From an optimization exercise on the open Yosys and OpenROAD flow, aimed at small area, a short achievable clock period and few clock cycles; shortcuts taken in it are not production practice. Function was checked by simulation only, so behaviour that the tests miss may differ from the original. Power figures rest on the tool's default switching activity, not on a simulated workload.

### flow/config.mk
export PLATFORM = sky130hd
export DESIGN_NAME = dz3_pq_engine
export DESIGN_NICKNAME = dz3_pq_engine
export VERILOG_FILES = /design/flow/design.v
export SDC_FILE = /design/flow/constraint.sdc
export NUM_CORES = 4
export LEC_CHECK = 0
export CAP_MARGIN = 20
export CORE_MARGIN = 2
export CORE_UTILIZATION = 30
export PLACE_DENSITY = 0.5
export SLEW_MARGIN = 20
### flow/constraint.sdc
create_clock -name core_clock -period 6.5 [get_ports {clk}]
set_input_delay 1.3000 -clock core_clock [delete_from_list [all_inputs] [get_ports {clk}]]
set_output_delay 1.3000 -clock core_clock [all_outputs]
set_load 0.01 [all_outputs]
### flow/design.v
module dz3_pq_engine (
    input  wire         clk,
    input  wire         rst_n,
    input  wire         cmd_valid,
    output wire         cmd_ready,
    input  wire [1:0]   cmd_op,
    input  wire [5:0]   cmd_x,
    input  wire [5:0]   cmd_y,
    input  wire         in_valid,
    output wire         in_ready,
    input  wire [127:0] in_p,
    input  wire [127:0] in_q,
    input  wire [127:0] in_d,
    output reg          out_valid,
    output reg  [127:0] out_p,
    output reg  [127:0] out_q
);
    localparam [1:0] OP_ACC   = 2'd0;
    localparam [1:0] OP_ACC_P = 2'd1;
    localparam [1:0] OP_REC1Q = 2'd2;
    localparam [1:0] OP_REC2  = 2'd3;
    localparam [8:0] BEATS = 9'd258;
    localparam [2:0] S_IDLE   = 3'd0;
    localparam [2:0] S_POWX   = 3'd1;
    localparam [2:0] S_POWY   = 3'd2;
    localparam [2:0] S_INV    = 3'd3;
    localparam [2:0] S_STREAM = 3'd4;
    function [7:0] gf_mul;
        input [7:0] a;
        input [7:0] b;
        reg   [8:0] x;
        reg   [7:0] r;
        integer i;
        begin
            r = 8'd0;
            x = {1'b0, a};
            for (i = 0; i < 8; i = i + 1) begin
                if (b[i])
                    r = r ^ x[7:0];
                x = x << 1;
                if (x[8])
                    x = x ^ 9'h11D;
            end
            gf_mul = r;
        end
    endfunction
    reg [2:0] state;
    reg [1:0] op;
    reg [5:0] pos_x;
    reg [5:0] pos_y;
    reg [7:0] cnt;        
    reg [7:0] acc;        
    reg [7:0] gx;         
    reg [7:0] gy;         
    reg [7:0] k;          
    reg [8:0] beat;
    assign cmd_ready = (state == S_IDLE);
    assign in_ready  = (state == S_STREAM);
    wire [7:0] inv_base = (op == OP_REC2) ? (gx ^ gy) : gx;
    always @(posedge clk) begin
        if (!rst_n) begin
            state <= S_IDLE;
            op    <= 2'd0;
            pos_x <= 6'd0;
            pos_y <= 6'd0;
            cnt   <= 8'd0;
            acc   <= 8'd0;
            gx    <= 8'd0;
            gy    <= 8'd0;
            k     <= 8'd0;
            beat  <= 9'd0;
        end else begin
            case (state)
                S_IDLE: begin
                    if (cmd_valid) begin
                        op    <= cmd_op;
                        pos_x <= cmd_x;
                        pos_y <= cmd_y;
                        beat  <= 9'd0;
                        if (cmd_op == OP_ACC_P) begin
                            state <= S_STREAM;
                        end else begin
                            state <= S_POWX;
                            acc   <= 8'd1;
                            cnt   <= {2'b00, cmd_x};
                        end
                    end
                end
                S_POWX: begin
                    if (cnt != 8'd0) begin
                        acc <= gf_mul(acc, 8'h02);
                        cnt <= cnt - 8'd1;
                    end else begin
                        gx <= acc;
                        if (op == OP_ACC) begin
                            state <= S_STREAM;
                        end else if (op == OP_REC2) begin
                            state <= S_POWY;
                            acc   <= 8'd1;
                            cnt   <= {2'b00, pos_y};
                        end else begin
                            state <= S_INV;
                            acc   <= 8'd1;
                            cnt   <= 8'd254;
                        end
                    end
                end
                S_POWY: begin
                    if (cnt != 8'd0) begin
                        acc <= gf_mul(acc, 8'h02);
                        cnt <= cnt - 8'd1;
                    end else begin
                        gy    <= acc;
                        state <= S_INV;
                        acc   <= 8'd1;
                        cnt   <= 8'd254;
                    end
                end
                S_INV: begin
                    if (cnt != 8'd0) begin
                        acc <= gf_mul(acc, inv_base);
                        cnt <= cnt - 8'd1;
                    end else begin
                        k     <= acc;
                        state <= S_STREAM;
                    end
                end
                S_STREAM: begin
                    if (in_valid) begin
                        beat <= beat + 9'd1;
                        if (beat == BEATS - 9'd1)
                            state <= S_IDLE;
                    end
                end
                default: state <= S_IDLE;
            endcase
        end
    end
    reg [127:0] res_p;
    reg [127:0] res_q;
    integer n;
    reg [7:0] bp, bq, bd, t, sx;
    always @(*) begin
        res_p = 128'd0;
        res_q = 128'd0;
        for (n = 0; n < 16; n = n + 1) begin
            bp = in_p[8*n +: 8];
            bq = in_q[8*n +: 8];
            bd = in_d[8*n +: 8];
            t  = bq ^ ((op == OP_REC2) ? gf_mul(gy, bp) : 8'd0);
            sx = gf_mul(k, t);
            case (op)
                OP_ACC: begin
                    res_p[8*n +: 8] = bp ^ bd;
                    res_q[8*n +: 8] = bq ^ gf_mul(gx, bd);
                end
                OP_ACC_P: begin
                    res_p[8*n +: 8] = bp ^ bd;
                    res_q[8*n +: 8] = bq;
                end
                OP_REC1Q: begin
                    res_p[8*n +: 8] = sx;
                    res_q[8*n +: 8] = 8'd0;
                end
                default: begin
                    res_p[8*n +: 8] = sx;
                    res_q[8*n +: 8] = bp ^ sx;
                end
            endcase
        end
    end
    always @(posedge clk) begin
        if (!rst_n)
            out_valid <= 1'b0;
        else
            out_valid <= in_valid && in_ready;
    end
    always @(posedge clk) begin
        if (in_valid && in_ready) begin
            out_p <= res_p;
            out_q <= res_q;
        end
    end
endmodule
### flow/run.sh
#!/bin/bash
# synth_recipe.tcl (not shown) runs the flow's synth.tcl, then flattens the netlist and writes it again
# the make line also repeats each setting of config.mk as NAME=value (left out here)
make -C /OpenROAD-flow-scripts/flow DESIGN_CONFIG=/design/flow/config.mk WORK_HOME=/design/flow/orfs CLKGATE_MAP_FILE= SYNTH_SCRIPT=/design/flow/synth_recipe.tcl finish
==> metrics.yaml <==
status: "finished clean"
peakVddDrop_mv: 0.193
drtIter0Drc: 11900
syn_area_per_cell_um2: 7.30
grt_pass1_vias: 66400
fp-row-count: 171
finalNetCount: 9823
synth.largest_area_cell: "xnor2_1"
setup_violations: 0
synth-seq-cells: 317
max_cap_viol_count: 0
synth_top_area_frac: 0.246
layout_commonest_cell: "nand2_1"
path_cells: "xor2_1 > xnor2_2 > buf_4 > nand2_1 > xnor2_1 > xnor3_1 > nor2_1 > xor2_1 > nand2_1 > xnor3_1 > xnor3_1 > xnor2_1 > xnor2_1 > a21oi_1"
p_per_area_nw_per_um2: 155
vias: 73300
cpMaxStageDelayCell: "xnor2_1"
cts_tree: "built"
fillerInstances: 22800
crit_path_start: "gy[4]"
global_route.usage.met3: 0.131
synth_enable_flop_cells: 256
rr_worst_depth: 14
ioPinCount: 661
drive_gt1_frac: 0.0888
port_buffers: 660
drc: 0
timing.final.crit_share: 0.956
die_area_um2: 223000
critPathMaxFanout: 27
total_power_mw: 12.2
clock-sinks: 317
syn_to_final_growth_pct: 20.1
async_reset_ff_frac: 0
grt_max_degree: 138
area.sequential_um2: 8970
mostFrequentLayoutCells: "nand2_1 (2,526), xnor2_1 (1,821), nor2_1 (698)"
slew_headroom: 0.0976
syn_inst: 9019
grt_use_met1: 0.489
insertion_delay_ns: 0.72
yosys_warnings: 1
setup_ws_ns: 0.283
routed_wl_mm: 457
worstSetupPathType: "register to register"
grtUsageTotal: 0.393
hp-class: "register to register"
max_freq_mhz: 161
synth_fp_nets: 9427
worstPathRequired_ns: 6.87
max_stage_delay_ns: 0.79
cp.arrival_ns: 6.59
postCtsSetupBuffers: 0
worst_pin_slew_ns: 1.35
clk_pin_slew_ns: 0.07
post_drt_wl_per_cell_um: 36.9
setup_tns_ns: 0
gr-total-overflow: 0
hold_path_depth: 2
synth_area_leaders: "xnor2_1 (25%), nand2_1 (14%), edfxtp_1 (12%), xnor3_1 (9.6%), xor2_1 (8.5%)"
core_area_um2: 218000
rrSetupSlack_ns: 0.28
synthFlopType: "edfxtp_1"
hpwl_mm: 344
dieHeight_um: 472
grt_antenna_before_repair: 103
numCtsBuffers: 48
p_leak_nw: 26.6
dp_slack_ns: 0.363
h-tree-depth: 2
clockBufferDepth: 3
ys_types: 89
rsz0062_at_grt: "false"
ctsHoldBuffers: 0
yosysSeqAreaShare: 0.135
r2r_start: "gy[4]"
end_kind: "register"
cts_root_buffer: "clkbuf_16"
hold_viol: 0
use_met2: 0.542
ctsResizeCount: 0
grt-busiest-layer: "met2"
via_per_inst: 5.92
ant_nets: 0
critPathLaunchType: "register"
fin_skew_ns: 0.0382
grt_pass1_wl_mm: 603
dieWidth_um: 472
final.min_clock_period_ns: 6.22
dr.pass1.iters: 9
min_from: "pos_y[3]"
dpl_cell_area_um2: 77300
fin_area_um2: 79000
multi_input_area_um2: 53600
min_to: "pos_y[3]"
finalMaxSlewViolations: 0
routabilityCongestion: 1.06
netlist_area_um2: 65800
r2r_end: "out_q[18]"
start_util: 0.303
==> where the power goes <==
part,switching [mW],internal [mW]
clock network,1.27,1.52
logic,4.38,2.34
registers,0.195,2.51
==> layer usage <==
layer	vias to the layer above	share of wire
met2	5780	0.39
met3	1423	0.13
met4	36	0.099
met5	-	0.00057
li1	30100	-
met1	35900	0.37
==> synth_stat cells (15+ instances only) <==
library cell  number
nor2b_1           38
buf_4             29
a31oi_1           18
o21ai_0          284
nor3b_1           21
mux2_2            65
nand2_1         2528
nand2b_1          43
xnor3_1          282
and2_1            29
edfxtp_1         256
a221oi_1         155
mux2i_1           90
a21oi_1          379
a211oi_1          33
clkbuf_1         540
xor2_2            21
a222oi_1          15
nor3_1            65
a22oi_1           97
o22ai_1           40
o211ai_1          47
xnor2_2           15
nor2_1           703
dfxtp_1           61
nand3_1           55
xnor2_1         1846
a21boi_0          30
buf_2            109
buf_6             22
buf_1            159
inv_1             33
or3_1             26
xor2_1           640
==> worst max-delay path: cells and delay by family (launching register included) <==
kind	cells	cell delay (ns)
buffers and inverters	1	0.48
AO/OA/AOI/OAI	1	0.39
XOR/XNOR	9	3.75
flip-flops	1	0.74
AND/OR/NAND/NOR	3	0.46
==> cell families after synthesis <==
group | share of synthesized area
AO/OA/AOI/OAI | 0.120
XOR/XNOR | 0.443
adder cells (fa/ha/maj) | 0.00114
buffers and inverters | 0.0579
flip-flops | 0.135
multiplexers | 0.0250
AND/OR/NAND/NOR | 0.218
==> registers in the layout, indices dropped and copies added (netlist names) <==
register and count:
out_q 128, cnt 8, out_p 128, beat 9, gy 8, pos_y 6
k 8, acc 8, op 2, gx 8, state 3, out_valid 1
==> cell type report <==
type | count | area share
Antenna cell | 66 | 0.00209
Inverter | 37 | 0.00180
Multi-Input combinational cell | 7804 | 0.678
Sequential cell | 317 | 0.113
Clock buffer | 58 | 0.0165
Timing Repair Buffer | 1207 | 0.139
Tap cell | 2854 | 0.0452
Clock inverter | 28 | 0.00323
==> per-stage QoR <==
step	util	hold WS, ns	cells
after global placement	0.355	0.473	12200
after CTS	0.362	0.490	12300
after global routing	0.363	0.518	12400
final	0.363	0.484	12400
after floorplan	-	0.440	9019
after detailed placement	0.355	0.481	12200
==> worst max-delay path by stage <==
| stage | to | slack, ns | cells after the start |
|---|---|---|---|
| floorplan | out_p[0] | 0.80 | 2 |
| global placement | out_q[18] | 0.33 | 14 |
| detailed placement | out_q[18] | 0.36 | 14 |
| CTS | out_q[18] | 0.63 | 14 |
| global route | out_q[18] | 0.19 | 14 |
| finish | out_q[18] | 0.28 | 14 |
Testbench counts, summed over its fixed seeds: cycles 75,100.

static timing again, ports no longer ideal:
The results above use ideal ports. As a check the final layout listed here was re-extracted and re-timed, cells and wires unchanged.
Step 1: set_driving_cell puts a clkbuf_16 on clk and a buf_2 on each other input, an assumption about the parent block.
Step 2, shift: input delay + t, output delay - t, t = (earliest + latest rising clock arrival at the registers) / 2. This alone moves slack from input paths to output paths.
Three values: ideal ports, drivers, drivers and shift; two values: the first two.
t, ns: 0.804
setup WS [ns]: 0.283 / 0.283 / 0.022
cell pins on the clock port's net: 1
After both steps setup and hold are still met in this run. The setup slack of this run moves by 0.000 ns with the drivers and by -0.261 ns with both steps.
